This is an optimization exercise on Yosys and OpenROAD, whose aim is small area, not a production implementation.
Only simulation tests tie the RTL to the original design; equivalence was not proved.
Power figures rest on the tool's default switching activity, not on a simulated workload.

<file path="flow/config.mk">
export PLATFORM = sky130hd
export DESIGN_NAME = tally_block
export DESIGN_NICKNAME = tally_block
export VERILOG_FILES = /design/flow/design.v
export SDC_FILE = /design/flow/constraint.sdc
export NUM_CORES = 8
export LEC_CHECK = 0
export ABC_AREA = 1
export CAP_MARGIN = 25
export CORE_MARGIN = 2
export CORE_UTILIZATION = 40
export PLACE_DENSITY = 0.6
export SETUP_SLACK_MARGIN = 0.3
export SLEW_MARGIN = 20
</file>
<file path="flow/constraint.sdc">
create_clock -name core_clock -period 25.0 [get_ports {clk}]
set_input_delay 5.0000 -clock core_clock [delete_from_list [all_inputs] [get_ports {clk}]]
set_output_delay 5.0000 -clock core_clock [all_outputs]
set_load 0.01 [all_outputs]
</file>
<file path="flow/design.v">
module tally_timer #(
    parameter integer IDX = 0,       
    parameter integer NT  = 2        
) (
    input  wire          clk,
    input  wire          rst,
    input  wire          wr,
    input  wire [3:0]    woff,       
    input  wire [31:0]   wdata,
    input  wire [31:0]   wd0,        
    input  wire [31:0]   wd1,        
    input  wire [3:0]    roff,
    output reg  [31:0]   rdata,
    input  wire [7:0]    tb_evt,     
    input  wire [31:0]   car_evt,    
    input  wire          grid_evt,   
    input  wire [NT-1:0] zero_q,     
    output reg           out,
    output reg           zero_evt,   
    output reg           trig,       
    output wire          late_set,
    output wire          slip_set
);
    reg         en, mode;
    reg  [1:0]  tsrc_r;
    reg  [2:0]  tbsel;
    reg  [15:0] presc;
    reg  [31:0] rld;         
    reg  [31:0] rld_stg;     
    reg         pend;
    reg  [31:0] cmp [0:3];
    reg  [7:0]  act;
    reg  [1:0]  zact;
    reg  [7:0]  edg;
    reg  [2:0]  trigsel;
    reg         outinit;
    reg  [6:0]  syncsrc;     
    reg         once, once_done;
    reg  [32:0] c;           
    reg         dir;
    reg  [15:0] pc;          
    wire [1:0]  tsrc = (IDX == 0) ? {1'b0, tsrc_r[0]} : tsrc_r;
    wire wr_cfg  = wr && woff == 4'h0;
    wire wr_rld  = wr && woff == 4'h1;
    wire wr_act  = wr && woff == 4'h8;
    wire wr_sync = wr && woff == 4'h9;
    wire [3:0] wr_cmp;
    assign wr_cmp[0] = wr && woff == 4'h4;
    assign wr_cmp[1] = wr && woff == 4'h5;
    assign wr_cmp[2] = wr && woff == 4'h6;
    assign wr_cmp[3] = wr && woff == 4'h7;
    wire cfg_bad = (wdata[3:2] == 2'd3) ||
                   (IDX == 0 && wdata[3:2] == 2'd2) ||
                   (en && (wdata[1] != mode || wdata[3:2] != tsrc ||
                           wdata[6:4] != tbsel || wdata[31:16] != presc));
    wire cfg_ok  = wr_cfg && !cfg_bad;
    wire sync_ok = wr_sync && !wdata[7] && !(wdata[6] && wdata[5] && |wdata[4:1]) &&
                   wdata[7:0] != IDX + 1;
    wire        ld_cfg    = cfg_ok || rst;
    wire        ld_act    = wr_act || rst;
    wire        ld_sync   = sync_ok || rst;
    wire        mode_n    = ld_cfg ? wd0[1]     : mode;
    wire [1:0]  tsrc_n    = ld_cfg ? wd0[3:2]   : tsrc;
    wire [2:0]  tbsel_n   = ld_cfg ? wd0[6:4]   : tbsel;
    wire [15:0] presc_n   = ld_cfg ? wd0[31:16] : presc;
    wire [7:0]  act_n     = ld_act ? wd0[7:0]   : act;
    wire [1:0]  zact_n    = ld_act ? wd0[9:8]   : zact;
    wire [7:0]  edg_n     = ld_act ? wd0[17:10] : edg;
    wire [2:0]  trigsel_n = ld_act ? wd0[20:18] : trigsel;
    wire [6:0]  syncsrc_n = ld_sync ? wd0[6:0]  : syncsrc;
    wire        once_n    = ld_sync ? wd0[8]    : once;
    wire        once_done_pre = sync_ok ? 1'b0 : once_done;
    wire start   = cfg_ok && wdata[0] && !en;
    wire stop    = cfg_ok && !wdata[0];
    wire en_eff  = en && !stop;
    wire en_next = start || en_eff;
    reg src_ev;
    always @(*) begin
        case (tsrc)
            2'd0:    src_ev = 1'b1;
            2'd1:    src_ev = tb_evt[tbsel];
            2'd2:    src_ev = (IDX > 0) ? zero_q[(IDX > 0) ? IDX - 1 : 0] : 1'b0;
            default: src_ev = 1'b0;
        endcase
    end
    wire srcev = en_eff && src_ev;
    reg  [15:0] pc_inc;
    reg         pcc;
    integer q;
    always @(*) begin
        pcc = 1'b1;
        for (q = 0; q < 16; q = q + 1) begin
            pc_inc[q] = pc[q] ^ pcc;
            pcc = pcc & pc[q];
        end
    end
    wire pc_end = pc == presc;
    wire tick  = srcev && pc_end;
    reg sync_hit;
    always @(*) begin
        sync_hit = 1'b0;
        if (!syncsrc_n[6]) begin
            if (syncsrc_n[5:0] == 6'd1)      sync_hit = zero_q[0];
            else if (syncsrc_n[5:0] == 6'd2) sync_hit = zero_q[1];
        end else if (syncsrc_n[5:0] == 6'd33) begin
            sync_hit = grid_evt;
        end else if (syncsrc_n[5:0] != 6'd0) begin
            sync_hit = car_evt[syncsrc_n[4:0] - 5'd1];
        end
    end
    wire syncev = en_eff && sync_hit && !(once_n && once_done_pre);
    wire        c_is_r  = c[31:0] == rld;
    wire        wrap    = tick && (mode ? (dir && c[31:0] == 32'd1) : c_is_r);
    wire        turn    = tick && mode && !dir && c_is_r;
    wire        zero    = syncev || wrap;
    wire        c_nz    = c[31:0] != 32'd0;
    assign      slip_set = syncev && c_nz && !wrap;
    wire        reload  = (zero || start) && pend;
    wire        restart = zero || start;      
    wire [31:0] rld_n   = reload ? rld_stg : rld;
    wire        down    = dir || (mode && c_is_r);
    reg  [31:0] c_step;
    reg         stc;
    integer b;
    always @(*) begin
        stc = 1'b1;
        for (b = 0; b < 32; b = b + 1) begin
            c_step[b] = c[b] ^ stc;
            stc = stc & (c[b] ^ down);
        end
    end
    wire [31:0] cn      = restart ? 32'd0 : tick ? c_step : c[31:0];
    wire        dn      = restart ? 1'b0 : (dir || turn);
    wire        updn    = mode_n;
    wire [31:0] t2, t3;
    wire        cin2, pol2, frc2, frcv2, cin3, pol3, frc3, frcv3;
    wire [33:0] tup;
    reg         lth0_q, lth1_q, fl0_q, fl1_q, big0_q, big1_q;
    wire        lth0, lth1, fl0, fl1, big0, big1;
    wire        cn_lt_h = restart || (tick ? lth1_q : lth0_q);             
    wire        flag    = tick ? (turn ? |rld[31:2] : fl1_q) : fl0_q;      
    wire        big     = tick ? (!turn && big1_q) : big0_q;              
    tally_bounds u_bnd (
        .a({!en_next & c[32], cn}), .hsel(en_next), .rr(rld_n), .updn(updn), .dn(dn),
        .flag(flag), .cn_lt_h(cn_lt_h), .big(big),
        .t2(t2), .cin2(cin2), .pol2(pol2), .frc2(frc2), .frcv2(frcv2),
        .t3(t3), .cin3(cin3), .pol3(pol3), .frc3(frc3), .frcv3(frcv3),
        .lth0(lth0), .lth1(lth1), .fl0(fl0), .fl1(fl1), .big0(big0), .big1(big1), .tup(tup)
    );
    always @(posedge clk) begin
        lth0_q <= lth0; lth1_q <= lth1; fl0_q <= fl0; fl1_q <= fl1;
        big0_q <= big0; big1_q <= big1;
    end
    wire        conv    = cfg_ok && !start && (wdata[1] != mode) &&
                          (mode ? dir : fl0);
    reg  [31:0] cmp_n  [0:3];
    wire [3:0]  fu, fd, lt, inu, ind, d0u, d0d;
    reg  [3:0]  su_q, sd_q, zu_q, zd_q;
    wire        eqw = wdata == cn;
    wire        mv  = tick && !restart;
    always @(posedge clk) begin
        su_q <= inu; sd_q <= ind; zu_q <= d0u; zd_q <= d0d;
    end
    genvar g;
    generate
        for (g = 0; g < 4; g = g + 1) begin : g_pt
            always @(*) cmp_n[g] = (wr_cmp[g] || rst) ? wd1 : cmp[g];
            tally_point u_pt (
                .cc(cmp_n[g]), .cn(cn), .dn(dn), .updn(updn), .edg(edg_n[2*g +: 2]),
                .wrk(wr_cmp[g] || wr_act), .wc(wr_cmp[g]), .eqw(eqw), .rsz(restart), .mv(mv),
                .su(su_q[g]), .sd(sd_q[g]), .zu(zu_q[g]), .zd(zd_q[g]),
                .cn_lt_h(cn_lt_h), .flag(flag),
                .t2(t2), .cin2(cin2), .pol2(pol2), .frc2(frc2), .frcv2(frcv2),
                .t3(t3), .cin3(cin3), .pol3(pol3), .frc3(frc3), .frcv3(frcv3),
                .fu(fu[g]), .fd(fd[g]), .late(lt[g]),
                .in_u(inu[g]), .in_d(ind[g]), .d0_u(d0u[g]), .d0_d(d0d[g])
            );
        end
    endgenerate
    wire [3:0] fire = {4{en_next && (wr_act || restart || tick)}} & (fu | fd) |
                      {4{en_next}} & wr_cmp & (fu | fd);
    assign late_set = en_next && |lt;
    reg act_set, act_clr, act_tog;
    reg out_n;
    integer j;
    always @(*) begin
        act_set = 1'b0; act_clr = 1'b0; act_tog = 1'b0;
        if (zero) begin
            act_set = zact_n == 2'd1;
            act_clr = zact_n == 2'd2;
            act_tog = zact_n == 2'd3;
        end
        for (j = 0; j < 4; j = j + 1) begin
            if (fire[j]) begin
                if (act_n[2*j +: 2] == 2'd1) act_set = 1'b1;
                if (act_n[2*j +: 2] == 2'd2) act_clr = 1'b1;
                if (act_n[2*j +: 2] == 2'd3) act_tog = 1'b1;
            end
        end
        out_n = start ? outinit : out;
        if (act_clr)      out_n = 1'b0;
        else if (act_set) out_n = 1'b1;
        else if (act_tog) out_n = !out_n;
    end
    reg trig_n;
    always @(*) begin
        case (trigsel_n)
            3'd1:    trig_n = zero;
            3'd2:    trig_n = fire[0];
            3'd3:    trig_n = fire[1];
            3'd4:    trig_n = fire[2];
            3'd5:    trig_n = fire[3];
            default: trig_n = 1'b0;
        endcase
    end
    integer m;
    always @(posedge clk) begin
        if (rst) begin
            en <= 1'b0;
            rld <= 32'hFFFF_FFFF; pend <= 1'b0;
            once_done <= 1'b0;
            c <= 33'd0; dir <= 1'b0; pc <= 16'd0; out <= 1'b0; zero_evt <= 1'b0; trig <= 1'b0;
        end else begin
            en <= en_next;
            once_done <= once_done_pre || (syncev && once_n);
            rld <= rld_n;
            if (wr_rld) begin
                pend    <= 1'b1;
            end else if (reload) begin
                pend    <= 1'b0;
            end
            if (conv) begin
                c   <= tup[32:0];
                dir <= !mode;
            end else begin
                c   <= {(en_next ? 1'b0 : c[32]), cn};
                dir <= dn;
            end
            if (start || syncev)
                pc <= 16'd0;
            else if (srcev)
                pc <= pc_end ? 16'd0 : pc_inc;
            out      <= out_n;
            zero_evt <= zero;
            trig     <= trig_n;
        end
    end
    always @(posedge clk) begin
        mode <= mode_n; tsrc_r <= tsrc_n; tbsel <= tbsel_n; presc <= presc_n;
        act <= act_n; zact <= zact_n; edg <= edg_n; trigsel <= trigsel_n;
        if (ld_act) outinit <= wd0[21];
        syncsrc <= syncsrc_n; once <= once_n;
        for (m = 0; m < 4; m = m + 1)
            cmp[m] <= cmp_n[m];
        if (wr_rld || rst)
            rld_stg <= (wd1[31:1] == 31'd0) ? 32'd2 : wd1;
    end
    always @(*) begin
        case (roff)
            4'h0:    rdata = {presc, 9'd0, tbsel, tsrc, mode, en};
            4'h1:    rdata = pend ? rld_stg : rld;
            4'h2:    rdata = c[31:0];
            4'h3:    rdata = {28'd0, once_done, pend, out, dir};
            4'h4:    rdata = cmp[0];
            4'h5:    rdata = cmp[1];
            4'h6:    rdata = cmp[2];
            4'h7:    rdata = cmp[3];
            4'h8:    rdata = {10'd0, outinit, trigsel, edg, zact, act};
            4'h9:    rdata = {23'd0, once, 1'b0, syncsrc};
            default: rdata = 32'd0;
        endcase
    end
endmodule
module tally_bounds #(
    parameter integer W = 32
) (
    input  wire [W:0]   a,
    input  wire         hsel,
    input  wire [W-1:0] rr,
    input  wire         updn,
    input  wire         dn,
    input  wire         flag,       
    input  wire         cn_lt_h,    
    input  wire         big,        
    output reg  [W-1:0] t2,
    output reg          cin2, pol2, frc2, frcv2,
    output reg  [W-1:0] t3,
    output reg          cin3, pol3, frc3, frcv3,
    output wire         lth0,       
    output wire         lth1,       
    output wire         fl0,        
    output wire         fl1,        
    output wire         big0,       
    output wire         big1,       
    output wire [W+1:0] tup
);
    function automatic [W+1:0] add34(input [W+1:0] a, input [W+1:0] b, input cin);
        integer i;
        reg c;
        begin
            c = cin;
            for (i = 0; i < W+2; i = i + 1) begin
                add34[i] = a[i] ^ b[i] ^ c;
                c = (a[i] & b[i]) | (c & (a[i] ^ b[i]));
            end
        end
    endfunction
    wire [W+1:0] dlo  = add34({2'b0, a[W-1:0]}, ~{3'b0, rr[W-1:1]}, !(!updn & rr[0]));   
    assign lth0       = dlo[W+1];
    assign lth1       = dlo[W+1] && !(&dlo[W:0]);
    wire [W+1:0] esum = add34({1'b0, a}, {3'b0, rr[W-1:1] & {(W-1){hsel}}}, hsel & !updn);
    wire [W+1:0] ex   = add34(esum, ~{2'b0, rr}, 1'b0);                                
    assign fl0        = !ex[W+1];
    assign fl1        = !ex[W+1] && (|ex[W:0]);
    assign tup        = add34({2'b0, rr}, ~ex, 1'b0);                                  
    assign big0       = tup[W+1] | tup[W];
    assign big1       = big0 | (&tup[W-1:0]);
    always @(*) begin
        t2 = dlo[W-1:0]; cin2 = 1'b1; pol2 = 1'b0; frc2 = 1'b0; frcv2 = 1'b0;
        t3 = ~dlo[W-1:0]; cin3 = 1'b1; pol3 = 1'b1; frc3 = 1'b0; frcv3 = 1'b0;
        if (!updn) begin
            if (cn_lt_h) begin
                t2 = rr;          cin2 = 1'b1; pol2 = 1'b1;
                t3 = esum[W-1:0]; cin3 = 1'b1; pol3 = 1'b0;
            end else begin
                t2 = dlo[W-1:0];  cin2 = 1'b1; pol2 = 1'b0;
            end
        end else if (!dn) begin
            t2 = dlo[W-1:0];      cin2 = 1'b1; pol2 = 1'b0; frc2 = cn_lt_h; frcv2 = 1'b1;
            if (cn_lt_h) begin
                t3 = ~dlo[W-1:0]; cin3 = 1'b1; pol3 = 1'b1;
            end else begin
                t3 = rr;          cin3 = 1'b0; pol3 = 1'b0;
            end
        end else begin
            t2 = tup[W-1:0];      cin2 = 1'b1; pol2 = 1'b0; frc2 = big; frcv2 = 1'b0;
            if (flag) begin
                t3 = rr;          cin3 = 1'b1; pol3 = 1'b1;
            end else begin
                t3 = esum[W-1:0]; cin3 = 1'b0; pol3 = 1'b1;
            end
        end
    end
endmodule
module tally_point #(
    parameter integer W = 32
) (
    input  wire [W-1:0] cc,
    input  wire [W-1:0] cn,
    input  wire        dn,
    input  wire        updn,
    input  wire [1:0]  edg,
    input  wire        wrk,        
    input  wire        wc,         
    input  wire        eqw,        
    input  wire        rsz,        
    input  wire        mv,         
    input  wire        su, sd,     
    input  wire        zu, zd,     
    input  wire        cn_lt_h,
    input  wire        flag,
    input  wire [W-1:0] t2,
    input  wire        cin2, pol2, frc2, frcv2,
    input  wire [W-1:0] t3,
    input  wire        cin3, pol3, frc3, frcv3,
    output wire        fu,
    output wire        fd,
    output wire        late,
    output reg         in_u,
    output reg         in_d,
    output wire        d0_u,
    output wire        d0_d
);
    function automatic lt_chain(input [W-1:0] a, input [W-1:0] b, input cin);
        integer i;
        reg c;
        begin
            c = cin;
            for (i = 0; i < W; i = i + 1)
                c = (~a[i] & b[i]) | (~a[i] & c) | (b[i] & c);
            lt_chain = c;
        end
    endfunction
    wire k1r  = lt_chain(cc, cn, !dn);            
    wire k2r  = lt_chain(cc, t2, cin2);
    wire k3r  = lt_chain(cc, t3, cin3);
    wire k2   = frc2 ? frcv2 : (pol2 ? k2r : !k2r);
    wire k3   = frc3 ? frcv3 : (pol3 ? k3r : !k3r);
    wire zc   = cc == {W{1'b0}};
    always @(*) begin
        if (!updn) begin
            in_u = cn_lt_h ? (k1r || (k2 && k3)) : (k1r && k2);
            in_d = 1'b0;
        end else if (!dn) begin
            in_u = k1r && k2;
            in_d = cn_lt_h ? (!zc && k3) : (k3 && k1r);    
        end else begin
            in_u = flag && k2 && k3;
            in_d = !k1r && k3;
        end
    end
    wire top   = updn && !dn && !cn_lt_h && k3 && k1r;       
    assign d0_u = rsz ? zc : wc ? (!dn && eqw) : mv ? (in_u && !su) : zu;
    assign d0_d = rsz ? 1'b0 : wc ? (dn ? eqw : top) : mv ? (in_d && !sd) : zd;
    wire any   = !updn || zc || top;
    wire up_en = edg[0] || (any && edg[1]);
    assign fu   = up_en && (wrk ? in_u : d0_u);
    assign fd   = edg[1] && (wrk ? in_d : d0_d);
    assign late = wrk && ((fu && !d0_u) || (fd && !d0_d));
endmodule
module tally_block #(
    parameter integer NT = 2,
    parameter integer NP = 4
) (
    input  wire          clk,
    input  wire          rst,
    input  wire          we,
    input  wire          re,
    input  wire [11:0]   addr,
    input  wire [31:0]   wdata,
    output reg  [31:0]   rdata,
    input  wire [7:0]    tb_evt,
    input  wire [31:0]   car_evt,
    input  wire          grid_evt,
    output wire [NP-1:0] tal_pin,
    output wire [NP-1:0] tal_oe,
    output wire [NT-1:0] trig
);
    wire [NT-1:0] out, zero_q, late_set, slip_set;
    wire [31:0]   wd0 = wdata & {32{!rst}};
    wire [31:0]   wd1 = wdata | {32{rst}};
    wire [31:0]   t_rdata [0:NT-1];
    genvar t;
    generate
        for (t = 0; t < NT; t = t + 1) begin : g_tim
            tally_timer #(.IDX(t), .NT(NT)) u_tim (
                .clk      (clk),
                .rst      (rst),
                .wr       (we && addr[11:10] == 2'b00 && addr[9:6] == t),
                .woff     (addr[5:2]),
                .wdata    (wdata),
                .wd0      (wd0),
                .wd1      (wd1),
                .roff     (addr[5:2]),
                .rdata    (t_rdata[t]),
                .tb_evt   (tb_evt),
                .car_evt  (car_evt),
                .grid_evt (grid_evt),
                .zero_q   (zero_q),
                .out      (out[t]),
                .zero_evt (zero_q[t]),
                .trig     (trig[t]),
                .late_set (late_set[t]),
                .slip_set (slip_set[t])
            );
        end
    endgenerate
    reg       pin_sel [0:NP-1];
    reg       pin_inv [0:NP-1];
    reg       pin_oe  [0:NP-1];
    genvar p;
    generate
        for (p = 0; p < NP; p = p + 1) begin : g_pin
            assign tal_pin[p] = out[pin_sel[p]] ^ pin_inv[p];
            assign tal_oe[p]  = pin_oe[p];
        end
    endgenerate
    reg [NT-1:0] late, slip;
    wire wr_late = we && addr == 12'hF00;
    wire wr_slip = we && addr == 12'hF08;
    integer i;
    always @(posedge clk) begin
        if (rst) begin
            late <= {NT{1'b0}};
            slip <= {NT{1'b0}};
        end else begin
            late <= (late & ~(wr_late ? wdata[NT-1:0] : {NT{1'b0}})) | late_set;
            slip <= (slip & ~(wr_slip ? wdata[NT-1:0] : {NT{1'b0}})) | slip_set;
        end
    end
    always @(posedge clk) begin
        for (i = 0; i < NP; i = i + 1) begin
            if ((we && addr == 12'h800 + 4 * i) || rst) begin
                pin_sel[i] <= |wd0[5:0];
                pin_inv[i] <= wd0[6];
                pin_oe[i]  <= wd0[7];
            end
        end
    end
    reg [31:0] rd_n;
    always @(*) begin
        rd_n = 32'd0;
        if (addr[11:10] == 2'b00 && addr[9:6] < NT)
            rd_n = t_rdata[addr[9:6]];
        for (i = 0; i < NP; i = i + 1)
            if (addr == 12'h800 + 4 * i)
                rd_n = {24'd0, pin_oe[i], pin_inv[i], 5'd0, pin_sel[i]};
        if (addr == 12'hF00) rd_n = {{(32 - NT){1'b0}}, late};
        if (addr == 12'hF08) rd_n = {{(32 - NT){1'b0}}, slip};
    end
    always @(posedge clk) begin
        if (rst)
            rdata <= 32'd0;
        else if (re)
            rdata <= rd_n;
    end
endmodule
</file>
<file path="flow/flow/run.sh">
#!/bin/bash
# Own layout flow: the standard flow (standard.sh) with four changes.
#  1. Synthesis: ORFS's synth.tcl with only its ABC script replaced by
#     flow/area.script (area-oriented mapping). The Yosys passes before ABC,
#     and so the register names and cells, are the standard synthesis's.
#  2. Global placement stays timing-driven, but does not keep the resizer's
#     buffering from its timing-driven iterations (GPL_KEEP_OVERFLOW=0).
#  3. CTS without dummy loads, with clkbuf_2 / clkbuf_4 and sink clusters of at
#     most 6 flip-flops within 80 um (CTS_ARGS). The tree
#     stays balanced; no register's clock is skewed on purpose.
#  4. Every input and output port still gets its own buffer, a buf_2 in place
#     of the delay buffer ORFS picks (BUFFER_PORTS_ARGS).
# Floorplan, power grid, tap cells, port buffers, repair and routing are the
# standard flow's. Tool output: own_flow_make.log and orfs/logs/.
set -euo pipefail
W=$PWD
# synthesis script: ORFS's synth.tcl with only the ABC script replaced
sed 's|log_cmd abc {\*}$abc_args|log_cmd abc {*}[lreplace $abc_args 1 1 $::env(MY_ABC_SCRIPT)]|' \
    "$FLOW_HOME/scripts/synth.tcl" > "$W/own_synth_core.tcl"
grep -q MY_ABC_SCRIPT "$W/own_synth_core.tcl"
sed "s|source \$::env(SCRIPTS_DIR)/synth.tcl|source $W/own_synth_core.tcl|" \
    "$W/synth_recipe.tcl" > "$W/own_synth.tcl"
grep -q own_synth_core "$W/own_synth.tcl"
sed "s|SYNTH_SCRIPT=[^ ]*|SYNTH_SCRIPT=$W/own_synth.tcl|" "$W/standard.sh" > "$W/own_standard.sh"
grep -q own_synth.tcl "$W/own_standard.sh"
export MY_ABC_SCRIPT="$W/flow/area.script"
export GPL_KEEP_OVERFLOW=0
export BUFFER_PORTS_ARGS="-buffer_cell sky130_fd_sc_hd__buf_2"
export CTS_ARGS="-sink_clustering_enable -repair_clock_nets -sink_clustering_size 6 -sink_clustering_max_diameter 80 -buf_list {sky130_fd_sc_hd__clkbuf_2 sky130_fd_sc_hd__clkbuf_4} -dont_use_dummy_load"
bash "$W/own_standard.sh" finish > "$W/own_flow_make.log" 2>&1
test -f "$W/out/final.def"
</file>
<file path="flow/flow/area.script">
strash
ifraig
scorr
dc2
strash
&get -n
&st
&syn2
&dch
&nf -R 1000
&put
</file>
<file path="flow/standard.sh">
#!/bin/bash
# synth_recipe.tcl (not shown) runs the flow's synth.tcl, then flattens the netlist and writes it again
# the make line also repeats each setting of config.mk as NAME=value (left out here)
make -C /OpenROAD-flow-scripts/flow DESIGN_CONFIG=/design/flow/config.mk WORK_HOME=/design/flow/orfs CLKGATE_MAP_FILE= SYNTH_SCRIPT=/design/flow/synth_recipe.tcl "${@:-finish}"
</file>
==> results of run 1 <==
-- path summary, 6_finish.rpt --
check | startpoint | slack, ns | cells after the start | endpoint
hold / removal | rdata[26] | 0.46 | 2 | rdata[26]
setup reg to reg | g_tim[0].u_tim.mode | 3.95 | 74 | g_tim[0].u_tim.out
setup / recovery | addr[10] | 0.47 | 83 | g_tim[0].u_tim.out
hold reg to reg | rdata[26] | 0.46 | 2 | rdata[26]
-- cell families (layout without fill, tap and decap cells) --
logic type,count (synthesis),count (layout),share of synthesized area
compound gates,2223,2223,0.3016
simple gates,1925,1928,0.1726
flops,691,691,0.3019
buf+inv,344,855,0.02640
fa+ha+maj,314,314,0.1152
xor+xnor,272,274,0.04787
mux,162,162,0.03444
other cells,0,13,0
-- registers in the layout, summed over array words and instances, names as in the netlist, 3 cells and up --
name / count
g_tim.u_tim.trigsel: 6
g_tim.u_tim.sd_q: 8
g_tim.u_tim.zd_q: 8
g_tim.u_tim.c: 66
g_tim.u_tim.cmp: 256
pin_sel: 4
g_tim.u_tim.act: 16
pin_oe: 4
g_tim.u_tim.presc: 32
g_tim.u_tim.pc: 32
g_tim.u_tim.rld_stg: 64
g_tim.u_tim.su_q: 8
g_tim.u_tim.tsrc_r: 3
g_tim.u_tim.syncsrc: 14
g_tim.u_tim.zu_q: 8
g_tim.u_tim.tbsel: 6
rdata: 32
pin_inv: 4
g_tim.u_tim.zact: 4
g_tim.u_tim.rld: 64
g_tim.u_tim.edg: 16
-- through the flow --
stage	instances	setup TNS [ns]	instance area [sq um]
after floorplan	5931	-6.376	50320
after global placement	7692	-883.43	52980
after detailed placement	7813	-205.34	55250
after CTS	8017	0	57340
after global routing	8090	-0.1767	58440
final	8097	0	58450
-- repair_timing --
item,in CTS,in global routing
endpoints found under the setup margin,108,8
resized for setup,121,154
endpoints found under the hold margin,0,0
setup buffers,63,51
hold buffers,0,0
pin swaps,47,101
gates cloned,6,0
-- metal layers --
| metal | wire (um) | part of all wire | track usage |
|---|---|---|---|
| met1 | 107500 | 0.37 | 0.5722 |
| met5 | 34 | 0.00012 | 0 |
| met3 | 35500 | 0.12 | 0.1012 |
| met4 | 22430 | 0.078 | 0.2770 |
| met2 | 122500 | 0.43 | 0.6491 |
-- cells in the final DEF, fill, tap and decap left out, types with 136 or more instances in the layout --
cell	Yosys	layout
fa_2	0	173
buf_4	6	144
o22ai_1	270	269
o21ai_0	345	284
a221oi_1	255	247
nor4_1	168	158
clkinv_1	338	310
nand2_1	513	494
dfxtp_1	572	570
clkbuf_4	0	136
buf_2	0	150
nor2_1	792	748
o221ai_1	186	174
a21oi_1	526	500
a22oi_1	281	277
xor2_1	155	152
-- layout make-up --
class                           instances  area, sq um  share of cell area
Tap cell                             1637         2048             0.03504
Multi-Input combinational cell       4901        35480              0.6069
Sequential cell                       691        15030              0.2571
Clock buffer                          135         1013             0.01734
Timing Repair Buffer                  382         3533             0.06045
Antenna cell                           13        32.53           0.0005565
Inverter                              338         1319             0.02256
-- critical path: cells and delay by family --
kind / cells / cell delay [ns]
AOI/OAI and AO/OA: 22 / 3.31
xor gates and xnor gates: 1 / 0.16
adders and majority gates: 35 / 12.97
buffers and inverters: 10 / 1.19
muxes: 2 / 0.39
and+or+nand+nor: 13 / 2.55
-- power by group through the flow --
stage | clock network, mW | logic (mW) | registers (mW)
2_1_floorplan | 0 | 0.120 | 1.19
3_3_place_gp | 0 | 0.241 | 1.21
3_5_place_dp | 0 | 0.257 | 1.21
4_1_cts | 0.719 | 0.261 | 1.18
5_1_grt | 0.765 | 0.283 | 1.19
6_report | 0.728 | 0.281 | 1.19
==> flow_metrics.env, run 1 <==
export IMPL_synth_top_area_share=0.2301
export IMPL_power_share_switching=0.3269
export IMPL_numCtsBuffers=135
export IMPL_wire_per_inst_um=35.57
export IMPL_antenna_found_initial=10
export IMPL_first_iter_violations=9681
export IMPL_startpoint_type="primary input"
export IMPL_comb_power_share=0.128
export IMPL_cpPeakStageDelay_ns=0.59
export IMPL_synth_area_per_cell_sq_um=8.392
export IMPL_dieWidth_um=356.7
export IMPL_synth_edf_count=119
export IMPL_dp_hpwl_mm=218.3
export IMPL_ys_seq_area_frac=0.3019
export IMPL_die_area_sq_um=127300
export IMPL_ant_nets=0
export IMPL_cts_root_buf="clkbuf_4"
export IMPL_place_congestion=1.028
export IMPL_intPower_mw=1.479
export IMPL_synthesis_instances=5931
export IMPL_slew_viol_final=0
export IMPL_clkTransAtPathRegs_ns=0.08
export IMPL_drive_gt1_frac=0.1488
export IMPL_route_detailed_drc=0
export IMPL_fmax_mhz=40.76
export IMPL_wl_mm=288.0
export IMPL_start_util=0.4026
export IMPL_synth_common_cells="nor2_1 (792), dfxtp_1 (572), a21oi_1 (526)"
export IMPL_cts_htree_levels=4
export IMPL_worst_slew_pin_slew_ns=1.307
export IMPL_area_delta_synth_final_pct=17.45
export IMPL_nets=6830
export IMPL_hold_viol=0
export IMPL_path_class="in2reg"
export IMPL_max_vdd_ir_drop_v=0.00005206
export IMPL_syn_nets=6312
export IMPL_worstPathRequired_ns=26.14
export IMPL_worst_path_most_repeated_cell="fa_2"
export IMPL_overflow=0
export IMPL_numPortBuffers=130
export IMPL_ys_seq_elements=691
export IMPL_layout_min_cycle_time_ns=24.53
export IMPL_postLayoutCoreUtil=0.4728
export IMPL_synth_top_flop_cell="dfxtp_1"
export IMPL_ios=131
export IMPL_grt_max_degree=110
export IMPL_finalCritPeriodShare=0.9813
export IMPL_synth_area_sq_um=49770
export IMPL_total_power_mw=2.198
export IMPL_synth_cell_types=68
export IMPL_clkPwrFrac=0.331
export IMPL_synth_area_leaders="dfxtp_1 (23%), fa_1 (10%), edfxtp_1 (7.2%), nor2_1 (6.0%), a21oi_1 (5.3%)"
export IMPL_first_pass_iters=10
export IMPL_crit_arrival_ns=25.68
export IMPL_via_per_inst=7.222
export IMPL_status="finished clean"
export IMPL_max_cap_violations=0
export IMPL_clockBufferDepth=3
export IMPL_slowest_stage="fa_2"
export IMPL_hp_class="reg2reg"
export IMPL_vias=58480
export IMPL_yosys_warnings=19
export IMPL_die_y_um=356.7
export IMPL_async_flop_share=0
export IMPL_hold_ws_ns=0.4610
export IMPL_yosys_area_top_type="dfxtp_1"
export IMPL_grt_pass1_wl_mm=402.3
export IMPL_slew_headroom=0.1257
export IMPL_path_max_fanout=11
export IMPL_clock_sinks=691
export IMPL_setup_violations=0
export IMPL_powerDensity_nw_per_um2=37.60
export IMPL_p_switching_mw=0.7183
export IMPL_insertion_delay_ns=1.21
export IMPL_core_area_sq_um=123600
export IMPL_grt_pass1_vias=53930
export IMPL_cts_tree="built"
export IMPL_pre_cts_ws_ns=-3.875
export IMPL_row_count=129
export IMPL_grt_use_total=0.4372
export IMPL_fillCellCount=12300
export IMPL_power_leakage_nw=18.54
export IMPL_p_seq_frac=0.541
export IMPL_endpoint_kind="flop"
export IMPL_rsz0062_at_grt="true"
export IMPL_worst_slack_ns=0.4682
export IMPL_clock_skew_ns=0.1606
export IMPL_synth_most_common_cell="nor2_1"
==> run 2, diff against run 1 <==
==> flow/flow/area.script (replaced) <==
strash
ifraig
scorr
dc2
strash
&get -n
&st
&syn2
&dch
&nf -R 50
&put
--- a/flow/config.mk
+++ b/flow/config.mk
@@ -8,7 +8,7 @@
 export ABC_AREA = 1
 export CAP_MARGIN = 25
 export CORE_MARGIN = 2
-export CORE_UTILIZATION = 40
+export CORE_UTILIZATION = 45
 export PLACE_DENSITY = 0.6
 export SETUP_SLACK_MARGIN = 0.3
 export SLEW_MARGIN = 20
==> flow_metrics.env, run 2 <==
export IMPL_route_detailed_drc=0
export IMPL_postLayoutCoreUtil=0.5250
export IMPL_stdcell_area_sq_um=57940
export IMPL_worst_path_most_repeated_cell="fa_1"
export IMPL_top_regs="g_tim.u_tim.cmp (256), g_tim.u_tim.c (66)"
export IMPL_numCtsBuffers=134
export IMPL_yosys_area_top_type="dfxtp_1"
export IMPL_synth_area_leaders="dfxtp_1 (23%), fa_1 (9.9%), edfxtp_1 (7.1%), nor2_1 (6.0%), a21oi_1 (5.2%)"
export IMPL_grt_use_total=0.4861
export IMPL_ios=131
export IMPL_first_iter_violations=10470
export IMPL_hold_ws_ns=0.4595
export IMPL_slew_headroom=0.1498
export IMPL_synth_common_cells="nor2_1 (796), dfxtp_1 (572), a21oi_1 (523)"
export IMPL_cts_root_buf="clkbuf_4"
export IMPL_hold_viol=0
export IMPL_vias=57970
export IMPL_instances_no_fill=7921
export IMPL_grt_pass1_vias=53700
export IMPL_yosys_warnings=19
export IMPL_crit_arrival_ns=25.69
export IMPL_wl_mm=284.8
export IMPL_grt_max_degree=86
export IMPL_max_cap_violations=0
export IMPL_intPower_mw=1.500
export IMPL_grt_pass1_wl_mm=397.2
export IMPL_power_leakage_nw=18.81
export IMPL_slew_viol_final=0
export IMPL_placed_area_sq_um=54760
export IMPL_syn_nets=6313
export IMPL_synth_area_sq_um=49990
export IMPL_wire_per_inst_um=35.96
export IMPL_dieWidth_um=337.3
export IMPL_synth_most_common_cell="nor2_1"
export IMPL_die_y_um=337.3
export IMPL_ant_nets=0
export IMPL_max_vdd_ir_drop_v=0.00004336
export IMPL_top_register="g_tim.u_tim.cmp"
export IMPL_worstPathRequired_ns=25.96
export IMPL_p_seq_frac=0.528
export IMPL_drive_gt1_frac=0.1375
export IMPL_status="finished clean"
export IMPL_overflow=0
export IMPL_path_max_fanout=8
export IMPL_row_count=122
export IMPL_numPortBuffers=130
export IMPL_power_share_switching=0.3338
export IMPL_first_pass_iters=9
export IMPL_fmax_mhz=40.44
export IMPL_dpl_cell_count=7651
export IMPL_comb_power_share=0.155
export IMPL_rsz0062_at_grt="true"
export IMPL_antenna_found_initial=15
export IMPL_clock_sinks=691
export IMPL_dp_hpwl_mm=215.1
export IMPL_hp_class="reg2reg"
export IMPL_final_common_cell="nor2_1"
export IMPL_insertion_delay_ns=1.14
export IMPL_fillCellCount=10660
export IMPL_synth_edf_count=119
export IMPL_startpoint_type="primary input"
export IMPL_setup_violations=0
export IMPL_start_util=0.4530
export IMPL_worst_slew_pin_slew_ns=1.275
export IMPL_largest_reg_flops=256
export IMPL_path_class="in2reg"
export IMPL_powerDensity_nw_per_um2=38.85
export IMPL_nets=6807
export IMPL_hold_buffers=0
export IMPL_ys_seq_elements=691
export IMPL_total_power_mw=2.251
export IMPL_slowest_stage="o22ai_1"
export IMPL_synth_cell_types=69
export IMPL_async_flop_share=0
export IMPL_mostFrequentLayoutCells="nor2_1 (758), dfxtp_1 (570), a21oi_1 (498), nand2_1 (402), clkinv_1 (321)"
export IMPL_cts_tree="built"
export IMPL_cts_htree_levels=4
export IMPL_synth_area_per_cell_sq_um=8.427
export IMPL_synth_top_area_share=0.2291
export IMPL_layout_min_cycle_time_ns=24.73
export IMPL_ys_seq_area_frac=0.3005
export IMPL_via_per_inst=7.319
export IMPL_clkTransAtPathRegs_ns=0.08
export IMPL_clkPwrFrac=0.317
export IMPL_place_congestion=1.072
export IMPL_area_delta_synth_final_pct=15.90
export IMPL_core_area_sq_um=110400
export IMPL_finalCritPeriodShare=0.9892
export IMPL_cpPeakStageDelay_ns=0.60
export IMPL_die_area_sq_um=113800
export IMPL_clockBufferDepth=3
export IMPL_p_switching_mw=0.7513
export IMPL_endpoint_kind="flop"
export IMPL_synth_top_flop_cell="dfxtp_1"
export IMPL_synthesis_instances=5932
export IMPL_clock_skew_ns=0.1541
[run 2: cell families (layout without fill, tap and decap cells)]
group,Yosys count,count (layout),share of synthesized area
and+or+nand+nor,1953,1958,0.1799
AOI/OAI and AO/OA,2188,2188,0.2955
buffers and inverters,345,831,0.02635
DFF,691,691,0.3005
other,0,9,0
adders and majority gates,317,317,0.1153
muxes,164,164,0.03444
xor gates and xnor gates,274,275,0.04800
[run 2: cell type report]
class | count | area [sq um] | share of cell area
Antenna cell | 9 | 22.52 | 0.0003887
Clock buffer | 134 | 1006 | 0.01736
Inverter | 339 | 1310 | 0.02261
Multi-Input combinational cell | 4902 | 35550 | 0.6136
Sequential cell | 691 | 15030 | 0.2594
Tap cell | 1488 | 1862 | 0.03213
Timing Repair Buffer | 358 | 3156 | 0.05446
[run 2: timing repair]
action,CTS,global route
endpoints found under the setup margin,108,6
resized for setup,120,157
gates cloned,4,2
pin swaps,26,87
buffers inserted,44,51
[run 2: worst paths after layout]
path,start,endpoint,slack [ns],cells past startpoint
max,wdata[25],g_tim[0].u_tim.out,0.27,68
min,rdata[26],rdata[26],0.46,2
max reg2reg,g_tim[0].u_tim.mode,g_tim[0].u_tim.out,3.45,67
min reg2reg,rdata[26],rdata[26],0.46,2
[run 2: through the flow]
step                setup WS [ns]  TNS [ns]
detailed placement         -3.868   -213.32
CTS                        0.2575         0
floorplan                  -1.287    -6.601
global route              0.02450         0
finish                     0.2700         0
global placement           -9.632   -805.64
[run 2: power groups by stage]
stage                     Clock, mW  Combinational [mW]  Sequential (mW)
final                         0.714               0.348             1.19
after detailed placement          0               0.315             1.21
after global routing          0.747               0.355             1.19
after global placement            0               0.302             1.21
after floorplan                   0               0.160             1.19
after CTS                     0.707               0.322             1.18
[run 2: critical path: cells and delay by family]
family,cells,cell delay [ns]
fa+ha+maj,31,12.25
compound gates,16,4.27
simple gates,11,1.95
buf+inv,7,1.46
xor+xnor,2,0.39
mux,1,0.28
[run 2: routing by layer]
layer / vias up / routed length (um) / track usage
met5: - / 46 / 0
met4: 6 / 25030 / 0.3376
met3: 1094 / 36570 / 0.1280
met2: 4686 / 120100 / 0.7194
met1: 28190 / 103100 / 0.6172
li1: 23990 / - / -
==> run 3, diff against run 2 <==
--- a/flow/config.mk
+++ b/flow/config.mk
@@ -8,7 +8,8 @@
 export ABC_AREA = 1
 export CAP_MARGIN = 25
 export CORE_MARGIN = 2
-export CORE_UTILIZATION = 45
+export CORE_UTILIZATION = 40
+export GPL_ROUTABILITY_DRIVEN = 0
 export PLACE_DENSITY = 0.6
 export SETUP_SLACK_MARGIN = 0.3
 export SLEW_MARGIN = 20
==> flow_metrics.env, run 3 <==
export IMPL_insertion_delay_ns=1.12
export IMPL_via_per_inst=7.253
export IMPL_area_delta_synth_final_pct=16.25
export IMPL_ys_seq_elements=691
export IMPL_setup_violations=0
export IMPL_cp_startpoint="wdata[4]"
export IMPL_hp_class="reg2reg"
export IMPL_wl_mm=270.4
export IMPL_grt_pass1_vias=53200
export IMPL_synthesis_instances=5932
export IMPL_finalCritPeriodShare=0.9823
export IMPL_final_common_cell="nor2_1"
export IMPL_stdcell_area_sq_um=58120
export IMPL_grt_use_total=0.4049
export IMPL_hold_viol=0
export IMPL_largest_reg_flops=256
export IMPL_first_iter_violations=11220
export IMPL_synth_area_leaders="dfxtp_1 (23%), fa_1 (9.9%), edfxtp_1 (7.1%), nor2_1 (6.0%), a21oi_1 (5.2%)"
export IMPL_ys_seq_area_frac=0.3005
export IMPL_worst_slack_ns=0.4437
export IMPL_synth_area_sq_um=49990
export IMPL_powerDensity_nw_per_um2=38.75
export IMPL_total_power_mw=2.252
export IMPL_yosys_area_top_type="dfxtp_1"
export IMPL_drive_gt1_frac=0.1369
export IMPL_worst_path_most_repeated_cell="fa_1"
export IMPL_hold_buffers=0
export IMPL_path_class="in2reg"
export IMPL_fillCellCount=12040
export IMPL_cpPeakStageDelay_ns=0.62
export IMPL_top_register="g_tim.u_tim.cmp"
export IMPL_synth_top_flop_cell="dfxtp_1"
export IMPL_ant_nets=0
export IMPL_syn_nets=6313
export IMPL_startpoint_type="primary input"
export IMPL_rsz0062_at_grt="true"
export IMPL_synth_common_cells="nor2_1 (796), dfxtp_1 (572), a21oi_1 (523)"
export IMPL_endpoint_kind="flop"
export IMPL_start_util=0.4038
export IMPL_ios=131
export IMPL_hold_start="rdata[7]"
export IMPL_regToRegStartpoint="g_tim[0].u_tim.mode"
export IMPL_die_area_sq_um=127800
export IMPL_dieWidth_um=357.5
export IMPL_power_leakage_nw=18.83
export IMPL_route_detailed_drc=0
export IMPL_fmax_mhz=40.72
export IMPL_layout_min_cycle_time_ns=24.56
export IMPL_cts_htree_levels=4
export IMPL_multiInputGateArea_sq_um=35470
export IMPL_synth_cell_types=69
export IMPL_max_vdd_ir_drop_v=0.00004105
export IMPL_placed_area_sq_um=54900
export IMPL_clkTransAtPathRegs_ns=0.09
export IMPL_seqCellArea_sq_um=15030
export IMPL_slew_headroom=0.1369
export IMPL_clock_skew_ns=0.1213
export IMPL_top_regs="g_tim.u_tim.cmp (256), g_tim.u_tim.c (66)"
export IMPL_cts_tree="built"
export IMPL_clock_sinks=691
export IMPL_mostFrequentLayoutCells="nor2_1 (765), dfxtp_1 (570), a21oi_1 (507), nand2_1 (401), clkinv_1 (317)"
export IMPL_slowest_stage="a222oi_1"
export IMPL_crit_arrival_ns=25.57
export IMPL_core_area_sq_um=123800
export IMPL_worstPathRequired_ns=26.01
export IMPL_first_pass_iters=9
export IMPL_async_flop_share=0
export IMPL_vias=58540
export IMPL_antenna_found_initial=10
export IMPL_clockBufferDepth=3
export IMPL_cts_root_buf="clkbuf_4"
export IMPL_status="finished clean"
export IMPL_numPortBuffers=130
export IMPL_grt_pass1_wl_mm=379.2
export IMPL_nets=6810
export IMPL_synth_top_area_share=0.2291
export IMPL_dp_hpwl_mm=199.9
export IMPL_pre_cts_ws_ns=-3.449
export IMPL_grt_max_degree=105
export IMPL_overflow=0
export IMPL_path_max_fanout=11
export IMPL_synth_area_per_cell_sq_um=8.427
export IMPL_synth_edf_count=119
export IMPL_max_cap_violations=0
export IMPL_die_y_um=357.5
export IMPL_synth_most_common_cell="nor2_1"
export IMPL_wire_per_inst_um=33.51
export IMPL_row_count=129
export IMPL_slew_viol_final=0
export IMPL_yosys_warnings=19
export IMPL_worst_slew_pin_slew_ns=1.295
export IMPL_numCtsBuffers=134
==> run 3: worst max-delay path: cells and delay by family <==
family | cells | cell delay (ns)
AOI/OAI and AO/OA | 17 | 4.20
xor gates and xnor gates | 3 | 0.62
adders and majority gates | 30 | 12.02
buffers and inverters | 6 | 1.04
muxes | 2 | 0.64
and+or+nand+nor | 15 | 1.99
==> run 3: final timing paths <==
path                        endpoint  slack [ns]  cells past startpoint
setup / recovery  g_tim[0].u_tim.out        0.44                     73
hold / removal              rdata[7]        0.46                      2
setup reg to reg  g_tim[0].u_tim.out        4.02                     70
hold reg to reg             rdata[7]        0.46                      2
==> run 3: report_power, final <==
group	internal (mW)	switching, mW	total (mW)
sequential	1.15	0.0337	1.19
clock	0.245	0.473	0.718
combinational	0.100	0.246	0.346
total	1.50	0.752	2.25
==> run 3: layout make-up <==
cell class / count / area share
Inverter: 339 / 0.02254
Multi-Input combinational cell: 4902 / 0.6103
Sequential cell: 691 / 0.2586
Timing Repair Buffer: 361 / 0.05570
Tap cell: 1637 / 0.03524
Antenna cell: 6 / 0.0002583
Clock buffer: 134 / 0.01731
==> run 3: timing repair <==
action                                  in CTS  in global routing
gates resized for setup                     79                205
setup buffers                               41                 57
pin swaps                                   20                 95
endpoints found under the setup margin     109                  8
endpoints found under the hold margin        0                  0
gates cloned                                 4                  2
==> run 3: routing by layer <==
metal | part of all wire | routed length [um] | up-vias | GRT usage
li1 | - | - | 23980 | -
met1 | 0.36 | 97180 | 28150 | 0.5133
met2 | 0.40 | 109100 | 5158 | 0.5780
met3 | 0.15 | 41470 | 1246 | 0.1446
met4 | 0.084 | 22630 | 4 | 0.2672
met5 | 0.00024 | 66 | - | 0
==> run 3: cells by family after synthesis <==
group / Yosys count / share of synthesized area
AO/OA/AOI/OAI: 2188 / 0.2955
AND/OR/NAND/NOR: 1953 / 0.1799
flip-flops: 691 / 0.3005
buffers and inverters: 345 / 0.02635
adder cells (fa/ha/maj): 317 / 0.1153
XOR/XNOR: 274 / 0.04800
multiplexers: 164 / 0.03444
==> run 3: through the flow <==
step	util	setup TNS [ns]	instances	hold WS, ns
final	0.4695	0	8070	0.4639
after global routing	0.4694	0	8065	0.4907
after CTS	0.4571	0	7975	0.4663
after detailed placement	0.4435	-196.41	7796	0.4539
after global placement	0.4283	-787.04	7693	0.4511
after floorplan	-	-6.601	5932	0.4457
==> run 4, diff against run 3 <==
--- a/flow/config.mk
+++ b/flow/config.mk
@@ -9,7 +9,6 @@
 export CAP_MARGIN = 25
 export CORE_MARGIN = 2
 export CORE_UTILIZATION = 40
-export GPL_ROUTABILITY_DRIVEN = 0
 export PLACE_DENSITY = 0.6
 export SETUP_SLACK_MARGIN = 0.3
 export SLEW_MARGIN = 20
==> flow_metrics.env, run 4 <==
export IMPL_synthesis_instances=5932
export IMPL_hold_ws_ns=0.4718
export IMPL_drive_gt1_frac=0.1349
export IMPL_first_pass_iters=7
export IMPL_cpPeakStageDelay_ns=0.76
export IMPL_path_class="in2reg"
export IMPL_worst_slew_pin_slew_ns=1.359
export IMPL_worst_path_most_repeated_cell="fa_1"
export IMPL_stdcell_area_sq_um=58000
export IMPL_clock_sinks=691
export IMPL_synth_area_sq_um=49990
export IMPL_wire_per_inst_um=36.07
export IMPL_start_util=0.4038
export IMPL_die_area_sq_um=127800
export IMPL_endpoint_kind="flop"
export IMPL_mostFrequentLayoutCells="nor2_1 (760), dfxtp_1 (570), a21oi_1 (499), nand2_1 (402), clkinv_1 (320)"
export IMPL_max_vdd_ir_drop_v=0.00004533
export IMPL_top_register="g_tim.u_tim.cmp"
export IMPL_synth_edf_count=119
export IMPL_core_area_sq_um=123800
export IMPL_first_iter_violations=9610
export IMPL_synth_top_flop_cell="dfxtp_1"
export IMPL_async_flop_share=0
export IMPL_slew_viol_final=0
export IMPL_grt_max_degree=107
export IMPL_total_power_mw=2.267
export IMPL_clock_skew_ns=0.1559
export IMPL_slew_headroom=0.08569
export IMPL_die_y_um=357.5
export IMPL_clkTransAtPathRegs_ns=0.09
export IMPL_seqCellArea_sq_um=15030
export IMPL_fmax_mhz=40.82
export IMPL_via_per_inst=7.183
export IMPL_synth_most_common_cell="nor2_1"
export IMPL_startpoint_type="primary input"
export IMPL_route_detailed_drc=0
export IMPL_clockBufferDepth=3
export IMPL_numCtsBuffers=134
export IMPL_yosys_area_top_type="dfxtp_1"
export IMPL_row_count=129
export IMPL_synth_area_leaders="dfxtp_1 (23%), fa_1 (9.9%), edfxtp_1 (7.1%), nor2_1 (6.0%), a21oi_1 (5.2%)"
export IMPL_cts_root_buf="clkbuf_4"
export IMPL_synth_top_area_share=0.2291
export IMPL_dp_hpwl_mm=220.0
export IMPL_largest_reg_flops=256
export IMPL_power_leakage_nw=18.79
export IMPL_cts_htree_levels=4
export IMPL_ant_nets=0
export IMPL_place_congestion=1.052
export IMPL_rsz0062_at_grt="true"
export IMPL_ios=131
export IMPL_insertion_delay_ns=1.23
export IMPL_placed_area_sq_um=55080
export IMPL_postLayoutCoreUtil=0.4685
export IMPL_tns_ns=0
export IMPL_grt_pass1_wl_mm=404.1
export IMPL_hold_viol=0
export IMPL_synth_area_per_cell_sq_um=8.427
export IMPL_grt_pass1_vias=53370
export IMPL_hp_class="reg2reg"
export IMPL_syn_nets=6313
export IMPL_ys_seq_area_frac=0.3005
export IMPL_worstPathRequired_ns=26.05
export IMPL_vias=57950
export IMPL_path_max_fanout=9
export IMPL_synth_cell_types=69
export IMPL_synth_common_cells="nor2_1 (796), dfxtp_1 (572), a21oi_1 (523)"
export IMPL_fillCellCount=12290
export IMPL_setup_violations=0
export IMPL_cts_tree="built"
export IMPL_finalCritPeriodShare=0.9799
export IMPL_powerDensity_nw_per_um2=39.09
export IMPL_max_cap_violations=0
export IMPL_crit_arrival_ns=25.54
export IMPL_multiInputGateArea_sq_um=35420
export IMPL_numPortBuffers=130
export IMPL_layout_min_cycle_time_ns=24.50
export IMPL_final_common_cell="nor2_1"
export IMPL_antenna_found_initial=9
export IMPL_yosys_warnings=19
export IMPL_overflow=0
export IMPL_top_regs="g_tim.u_tim.cmp (256), g_tim.u_tim.c (66)"
export IMPL_nets=6802
export IMPL_hold_buffers=0
export IMPL_area_delta_synth_final_pct=16.03
export IMPL_grt_use_total=0.4401
export IMPL_dieWidth_um=357.5
export IMPL_status="finished clean"
export IMPL_wl_mm=291.0
export IMPL_ys_seq_elements=691
export IMPL_slowest_stage="a222oi_1"
run 4: cell types whose count changed in the layout (fill, tap and decap cells not counted), moves of 6 or more:
cell | previous run | this run
a21oi_2 | 13 | 21
o21ai_1 | 17 | 33
fa_2 | 144 | 136
fa_1 | 104 | 112
o21ai_0 | 289 | 272
buf_4 | 133 | 124
a21oi_1 | 507 | 499
clkbuf_2 | 7 | 1
buf_2 | 139 | 150
run 4: layout make-up:
| type | count | share of cell area |
|---|---|---|
| Timing Repair Buffer | 355 | 0.05466 |
| Multi-Input combinational cell | 4900 | 0.6106 |
| Tap cell | 1637 | 0.03531 |
| Antenna cell | 11 | 0.0004746 |
| Sequential cell | 691 | 0.2592 |
| Inverter | 339 | 0.02246 |
| Clock buffer | 134 | 0.01734 |
run 4: final timing paths:
check	to	start	slack [ns]	cells after the start
min	rdata[26]	rdata[26]	0.47	2
max reg2reg	g_tim[0].u_tim.out	g_tim[0].u_tim.mode	3.87	68
max	g_tim[0].u_tim.out	wdata[24]	0.50	68
min reg2reg	rdata[26]	rdata[26]	0.47	2
run 4: per-stage QoR:
step	cells	setup WS (ns)
floorplan	5932	-1.287
global placement	7693	-9.889
detailed placement	7810	-3.649
CTS	7999	0.2634
global route	8063	0.1097
finish	8067	0.5035
run 4: kinds of logic (layout without fill, tap and decap cells):
| kind of cell | count (synthesis) | in the layout | share of synthesized area |
|---|---|---|---|
| AOI/OAI and AO/OA | 2188 | 2188 | 0.2955 |
| xor gates and xnor gates | 274 | 274 | 0.04800 |
| adders and majority gates | 317 | 317 | 0.1153 |
| buffers and inverters | 345 | 828 | 0.02635 |
| DFF | 691 | 691 | 0.3005 |
| muxes | 164 | 164 | 0.03444 |
| other | 0 | 11 | 0 |
| and+or+nand+nor | 1953 | 1957 | 0.1799 |
run 4: power breakdown:
part / total (mW) / switching [mW] / internal, mW
registers: 1.19 / 0.0326 / 1.15
logic: 0.355 / 0.254 / 0.101
clock network: 0.726 / 0.480 / 0.245
run 4: metal layers:
metal / GRT usage / up-vias / part of all wire
met2: 0.6591 / 4522 / 0.43
li1: - / 23940 / -
met5: 0 / - / 0.000038
met3: 0.1148 / 1005 / 0.12
met1: 0.5640 / 28480 / 0.37
met4: 0.2767 / 2 / 0.081
run 4: repair_timing:
action                     4_1_cts  5_1_grt
gates resized for setup        103      151
pin swaps                       32       70
setup buffers                   51       37
cloned                           4        0
setup endpoints to repair      109        6
run 4: critical path, delay by kind of cell:
family,cells,cell delay (ns)
adders and majority gates,30,11.97
AOI/OAI and AO/OA,15,3.97
and+or+nand+nor,13,2.40
buffers and inverters,6,1.10
xor gates and xnor gates,3,0.64
muxes,1,0.36
==> run 5, diff against run 4 <==
--- a/flow/config.mk
+++ b/flow/config.mk
@@ -6,9 +6,9 @@
 export NUM_CORES = 8
 export LEC_CHECK = 0
 export ABC_AREA = 1
-export CAP_MARGIN = 25
+export CAP_MARGIN = 20
 export CORE_MARGIN = 2
 export CORE_UTILIZATION = 40
 export PLACE_DENSITY = 0.6
 export SETUP_SLACK_MARGIN = 0.3
-export SLEW_MARGIN = 20
+export SLEW_MARGIN = 5
==> flow_metrics.env, run 5 <==
export IMPL_fmax_mhz=40.67
export IMPL_synth_cell_types=69
export IMPL_ys_seq_area_frac=0.3005
export IMPL_hold_ws_ns=0.4670
export IMPL_status="finished clean"
export IMPL_die_area_sq_um=127800
export IMPL_largest_reg_flops=256
export IMPL_cts_tree="built"
export IMPL_tns_ns=0
export IMPL_crit_arrival_ns=25.66
export IMPL_drive_gt1_frac=0.1368
export IMPL_clkTransAtPathRegs_ns=0.08
export IMPL_wl_mm=292.9
export IMPL_overflow=0
export IMPL_grt_max_degree=111
export IMPL_p_seq_frac=0.522
export IMPL_via_per_inst=7.183
export IMPL_use_met2=0.6566
export IMPL_path_class="in2reg"
export IMPL_fillCellCount=12280
export IMPL_synth_xor_area_frac=0.04800
export IMPL_clock_sinks=691
export IMPL_synth_top_flop_cell="dfxtp_1"
export IMPL_wire_per_inst_um=36.17
export IMPL_die_y_um=357.5
export IMPL_powerDensity_nw_per_um2=38.92
export IMPL_clkPwrFrac=0.320
export IMPL_syn_nets=6313
export IMPL_first_iter_violations=9642
export IMPL_clock_skew_ns=0.1578
export IMPL_top_register="g_tim.u_tim.cmp"
export IMPL_synth_compound_area_frac=0.2955
export IMPL_mostFrequentLayoutCells="nor2_1 (773), dfxtp_1 (570), a21oi_1 (502), nand2_1 (405), clkinv_1 (321)"
export IMPL_slew_viol_final=0
export IMPL_endpoint_kind="flop"
export IMPL_hold_start="rdata[26]"
export IMPL_synthAdderAreaFrac=0.1153
export IMPL_reg2reg_slack_ns=3.55
export IMPL_yosys_warnings=19
export IMPL_finalCritPeriodShare=0.9834
export IMPL_worstPathRequired_ns=26.08
export IMPL_row_count=129
export IMPL_grtUsageMet3=0.1069
export IMPL_synth_area_sq_um=49990
export IMPL_async_flop_share=0
export IMPL_min_to="rdata[26]"
export IMPL_synth_area_per_cell_sq_um=8.427
export IMPL_cts_root_buf="clkbuf_4"
export IMPL_grt_pass1_vias=53360
export IMPL_yosys_area_top_type="dfxtp_1"
export IMPL_dieWidth_um=357.5
export IMPL_worstRegToRegCells=70
export IMPL_route_detailed_drc=0
export IMPL_placed_area_sq_um=55060
export IMPL_stdcell_area_sq_um=58390
export IMPL_start_util=0.4038
export IMPL_area_delta_synth_final_pct=16.80
export IMPL_synth_simple_area_share=0.1799
export IMPL_layout_min_cycle_time_ns=24.59
export IMPL_insertion_delay_ns=1.22
export IMPL_place_congestion=1.052
export IMPL_hp_class="reg2reg"
export IMPL_grt_use_total=0.4406
export IMPL_ant_nets=0
export IMPL_synth_most_common_cell="nor2_1"
export IMPL_intPower_mw=1.504
export IMPL_comb_power_share=0.157
export IMPL_top_regs="g_tim.u_tim.cmp (256), g_tim.u_tim.c (66)"
export IMPL_path_max_fanout=32
export IMPL_hold_path_depth=2
export IMPL_rr_endpoint="g_tim[0].u_tim.out"
export IMPL_cts_htree_levels=4
export IMPL_power_share_switching=0.3380
export IMPL_synth_common_cells="nor2_1 (796), dfxtp_1 (572), a21oi_1 (523)"
export IMPL_final_common_cell="nor2_1"
export IMPL_worst_path_most_repeated_cell="fa_1"
export IMPL_hold_viol=0
export IMPL_postLayoutCoreUtil=0.4716
export IMPL_synth_top_area_share=0.2291
export IMPL_synth_area_leaders="dfxtp_1 (23%), fa_1 (9.9%), edfxtp_1 (7.1%), nor2_1 (6.0%), a21oi_1 (5.2%)"
export IMPL_max_cap_violations=0
export IMPL_antenna_found_initial=14
export IMPL_nets=6832
export IMPL_cpPeakStageDelay_ns=0.80
export IMPL_max_vdd_ir_drop_v=0.00005009
export IMPL_core_area_sq_um=123800
export IMPL_slew_headroom=0.1135
export IMPL_hold_buffers=0
export IMPL_gr_usage_met1=0.5703
export IMPL_total_power_mw=2.273
export IMPL_numCtsBuffers=136
export IMPL_numPortBuffers=130
export IMPL_ios=131
export IMPL_gr_max_usage_layer="met2"
export IMPL_dp_hpwl_mm=220.5
export IMPL_synth_top_family_by_area="compound AO/OA/AOI/OAI gates"
export IMPL_startpoint_type="primary input"
export IMPL_slowest_stage="a222oi_1"
export IMPL_worst_slew_pin_slew_ns=1.318
export IMPL_regToRegStartpoint="g_tim[0].u_tim.mode"
export IMPL_setup_violations=0
export IMPL_vias=58170
export IMPL_p_switching_mw=0.7680
export IMPL_synth_mux_area_fraction=0.03444
export IMPL_first_pass_iters=6
export IMPL_synthesis_instances=5932
export IMPL_synth_edf_count=119
export IMPL_power_leakage_nw=18.97
export IMPL_clockBufferDepth=3
export IMPL_rsz0062_at_grt="true"
export IMPL_grt_pass1_wl_mm=404.3
export IMPL_ys_seq_elements=691
run 5: cell counts after synthesis:
Identical to the previous run, type by type.
run 5: layer usage:
metal,share of wire,vias up
li1,-,24020
met1,0.38,28660
met2,0.43,4507
met3,0.12,962
met4,0.080,12
met5,0.00067,-
run 5: cells by family (layout without fill, tap and decap cells):
| logic type | after synthesis | after routing |
|---|---|---|
| fa+ha+maj | 317 | 317 |
| buf+inv | 345 | 858 |
| xor+xnor | 274 | 275 |
| mux | 164 | 164 |
| flops | 691 | 691 |
| simple gates | 1953 | 1956 |
| other cells | 0 | 12 |
| compound gates | 2188 | 2188 |
run 5: repair_timing:
action,CTS,global route
pin swaps,34,84
endpoints found under the hold margin,0,0
gates cloned,5,3
resized for setup,114,171
endpoints found under the setup margin,112,7
setup buffers,45,46
run 5: layout make-up:
cell class,instances,area (sq um),area share
diodes,12,30.03,0.0005143
clock buffers,136,1021,0.01749
inverters,339,1310,0.02244
multi-input cells,4900,35350,0.6055
flip-flops and latches,691,15030,0.2574
well taps,1637,2048,0.03508
repair buffers,383,3598,0.06163
run 5: power by group through the flow:
stage	logic, mW	clock network [mW]	registers (mW)
floorplan	0.160	0	1.19
global placement	0.308	0	1.21
detailed placement	0.321	0	1.21
CTS	0.329	0.722	1.18
global route	0.362	0.768	1.19
finish	0.358	0.728	1.19
run 5: critical path: cells and delay by family:
kind / cells / cell delay (ns)
simple gates: 13 / 2.18
buf+inv: 8 / 1.34
mux: 1 / 0.28
compound gates: 15 / 3.88
fa+ha+maj: 30 / 11.86
xor+xnor: 3 / 1.07
run 5: per-stage QoR:
stage,setup slack (ns),cells
after floorplan,-1.287,5932
after global placement,-9.889,7693
after detailed placement,-4.219,7818
after CTS,0.2722,8004
after global routing,0.1644,8095
final,0.4140,8098
run 5: worst max-delay path by stage:
stage	startpoint	to	slack, ns	depth (start not counted)
2_1_floorplan	addr[10]	g_tim[1].u_tim.out	-1.29	76
3_3_place_gp	rst	late[1]	-9.89	62
3_5_place_dp	addr[2]	g_tim[0].u_tim.out	-4.22	72
4_1_cts	addr[10]	g_tim[0].u_tim.out	0.27	77
5_1_grt	wdata[3]	g_tim[0].u_tim.out	0.16	78
6_report	wdata[26]	g_tim[0].u_tim.out	0.41	70
==> run 6, diff against run 5 <==
--- a/flow/config.mk
+++ b/flow/config.mk
@@ -6,9 +6,9 @@
 export NUM_CORES = 8
 export LEC_CHECK = 0
 export ABC_AREA = 1
-export CAP_MARGIN = 20
+export CAP_MARGIN = 15
 export CORE_MARGIN = 2
 export CORE_UTILIZATION = 40
 export PLACE_DENSITY = 0.6
 export SETUP_SLACK_MARGIN = 0.3
-export SLEW_MARGIN = 5
+export SLEW_MARGIN = 10
==> flow_metrics.env, run 6 <==
export IMPL_status="finished clean"
export IMPL_layout_min_cycle_time_ns=24.52
export IMPL_top_register="g_tim.u_tim.cmp"
export IMPL_area_delta_synth_final_pct=15.80
export IMPL_cpPeakStageDelay_ns=0.56
export IMPL_crit_arrival_ns=25.56
export IMPL_postLayoutCoreUtil=0.4676
export IMPL_path_class="in2reg"
export IMPL_slew_headroom=0.05001
export IMPL_first_pass_iters=8
export IMPL_wl_mm=292.2
export IMPL_worstPathRequired_ns=26.04
export IMPL_grt_pass1_vias=52980
export IMPL_numPortBuffers=130
export IMPL_synth_cell_types=69
export IMPL_wl_met2_mm=124.2
export IMPL_synth_area_leaders="dfxtp_1 (23%), fa_1 (9.9%), edfxtp_1 (7.1%), nor2_1 (6.0%), a21oi_1 (5.2%)"
export IMPL_wl_met3_mm=35.29
export IMPL_clkPwrFrac=0.318
export IMPL_grt_max_degree=111
export IMPL_synthesis_instances=5932
export IMPL_ys_seq_area_frac=0.3005
export IMPL_power_leakage_nw=18.73
export IMPL_clock_sinks=691
export IMPL_numCtsBuffers=134
export IMPL_ios=131
export IMPL_start_util=0.4038
export IMPL_slew_viol_final=0
export IMPL_hp_class="reg2reg"
export IMPL_yosys_area_top_type="dfxtp_1"
export IMPL_finalCritPeriodShare=0.9809
export IMPL_ys_seq_elements=691
export IMPL_clkTransAtPathRegs_ns=0.08
export IMPL_fmax_mhz=40.78
export IMPL_top_regs="g_tim.u_tim.cmp (256), g_tim.u_tim.c (66)"
export IMPL_pre_cts_ws_ns=-4.393
export IMPL_dp_hpwl_mm=220.1
export IMPL_overflow=0
export IMPL_synth_top_area_share=0.2291
export IMPL_largest_reg_flops=256
export IMPL_hold_ws_ns=0.4712
export IMPL_async_flop_share=0
export IMPL_synth_top_flop_cell="dfxtp_1"
export IMPL_synth_edf_count=119
export IMPL_ant_nets=0
export IMPL_p_switching_mw=0.7631
export IMPL_wl_met1_mm=109.0
export IMPL_cts_tree="built"
export IMPL_powerDensity_nw_per_um2=39.10
export IMPL_place_congestion=1.052
export IMPL_nets=6791
export IMPL_yosys_warnings=19
export IMPL_insertion_delay_ns=1.21
export IMPL_endpoint_kind="flop"
export IMPL_synth_area_sq_um=49990
export IMPL_synth_most_common_cell="nor2_1"
export IMPL_dieWidth_um=357.5
export IMPL_first_iter_violations=9455
export IMPL_comb_power_share=0.157
export IMPL_synth_common_cells="nor2_1 (796), dfxtp_1 (572), a21oi_1 (523)"
export IMPL_hold_viol=0
export IMPL_placed_area_sq_um=54880
export IMPL_wire_per_inst_um=36.26
export IMPL_worst_slew_pin_slew_ns=1.425
export IMPL_p_seq_frac=0.524
export IMPL_clockBufferDepth=3
export IMPL_worst_slack_ns=0.4777
export IMPL_intPower_mw=1.500
export IMPL_die_y_um=357.5
export IMPL_grt_use_total=0.4401
export IMPL_worst_path_most_repeated_cell="fa_2"
export IMPL_hold_start="rdata[26]"
export IMPL_cp_startpoint="wdata[7]"
export IMPL_clock_skew_ns=0.1241
export IMPL_final_common_cell="nor2_1"
export IMPL_die_area_sq_um=127800
export IMPL_cts_htree_levels=4
export IMPL_instances_no_fill=8057
export IMPL_route_detailed_drc=0
export IMPL_setup_violations=0
export IMPL_syn_nets=6313
export IMPL_hold_buffers=0
export IMPL_rsz0062_at_grt="true"
export IMPL_top_layer_used="met5"
export IMPL_core_area_sq_um=123800
export IMPL_slowest_stage="fa_2"
export IMPL_via_per_inst=7.146
export IMPL_dpl_cell_count=7795
export IMPL_grt_pass1_wl_mm=403.5
export IMPL_power_share_switching=0.3372
export IMPL_max_vdd_ir_drop_v=0.00005161
export IMPL_vias=57580
export IMPL_max_cap_violations=0
export IMPL_regToRegStartpoint="g_tim[0].u_tim.mode"
export IMPL_stdcell_area_sq_um=57890
export IMPL_mostFrequentLayoutCells="nor2_1 (770), dfxtp_1 (570), a21oi_1 (506), nand2_1 (403), clkinv_1 (320)"
export IMPL_startpoint_type="primary input"
export IMPL_cts_root_buf="clkbuf_4"
export IMPL_drive_gt1_frac=0.1284
export IMPL_row_count=129
export IMPL_path_max_fanout=8
export IMPL_antenna_found_initial=12
export IMPL_synth_area_per_cell_sq_um=8.427
## run 6: cell counts after synthesis
No cell type changed its count.
## run 6: area by class of cell
class,instances,area (sq um)
inverter,339,1315
tap,1637,2048
antenna,12,30.03
multi-input combinational,4901,35330
sequential,691,15030
clock buffer,134,1006
timing repair buffer,343,3131
fill,12300,65910
## run 6: worst max-delay path, delay by kind of cell
family          cells  cell delay (ns)
buf+inv             9             1.41
simple gates        9             1.96
fa+ha+maj          33            12.61
compound gates     22             4.14
mux                 2             0.38
## run 6: final timing paths
check / end / depth (start not counted) / slack [ns]
max: g_tim[1].u_tim.out / 75 / 0.48
min: rdata[26] / 2 / 0.47
max reg2reg: g_tim[0].u_tim.out / 70 / 3.88
min reg2reg: rdata[26] / 2 / 0.47
## run 6: layer usage
layer | global-route usage | vias to the layer above
li1 | - | 23950
met4 | 0.2836 | 8
met2 | 0.6558 | 4486
met1 | 0.5650 | 28140
met3 | 0.1134 | 990
met5 | 0 | -
## run 6: power by group through the flow
stage	combinational [mW]	clock, mW	sequential (mW)
global placement	0.308	0	1.21
floorplan	0.160	0	1.19
detailed placement	0.320	0	1.21
CTS	0.327	0.714	1.18
finish	0.356	0.720	1.19
global route	0.361	0.760	1.19
## run 6: cells by family after synthesis
logic type      after synthesis  share of synthesized area
compound gates             2188                     0.2955
xor+xnor                    274                    0.04800
mux                         164                    0.03444
fa+ha+maj                   317                     0.1153
simple gates               1953                     0.1799
buf+inv                     345                    0.02635
flops                       691                     0.3005
## run 6: what timing repair did
action	in CTS	in global routing
gates resized for setup	108	151
setup endpoints to repair	112	28
buffers inserted	47	43
pin swaps	29	69
cloned	5	2
## run 6: through the flow
| step | total power, mW | setup TNS (ns) |
|---|---|---|
| floorplan | 1.350 | -6.601 |
| global placement | 1.517 | -826.01 |
| detailed placement | 1.528 | -253.03 |
| CTS | 2.224 | 0 |
| global route | 2.307 | 0 |
| finish | 2.263 | 0 |

-- port drivers added, routing unchanged --
How much do the figures lean on ideal ports? The routed layouts below were timed once more, with nothing changed but the port constraints. Step 1, drivers: a clkbuf_16 drives clk and a buf_2 each remaining input, both assumed. Step 2 also shifts input and output timing later by t, the mid clock arrival at the registers, as if the neighbouring blocks saw the same clock. a / b / c = ideal / step 1 / step 2; a / b = the first two.
run | t (ns) | slack for setup (ns)
run 1 | 1.210 | 0.468 / 0.503 / -0.707
run 2 | 1.146 | 0.270 / 0.330 / -0.816
run 3 | 1.130 | 0.444 / 0.482 / -0.648
run 4 | 1.227 | 0.503 / 0.530 / -0.697
run 5 | 1.221 | 0.414 / 0.470 / -0.751
run 6 | 1.230 | 0.478 / 0.514 / -0.716
With both steps, setup timing fails in every run listed, where it was met with ideal ports.
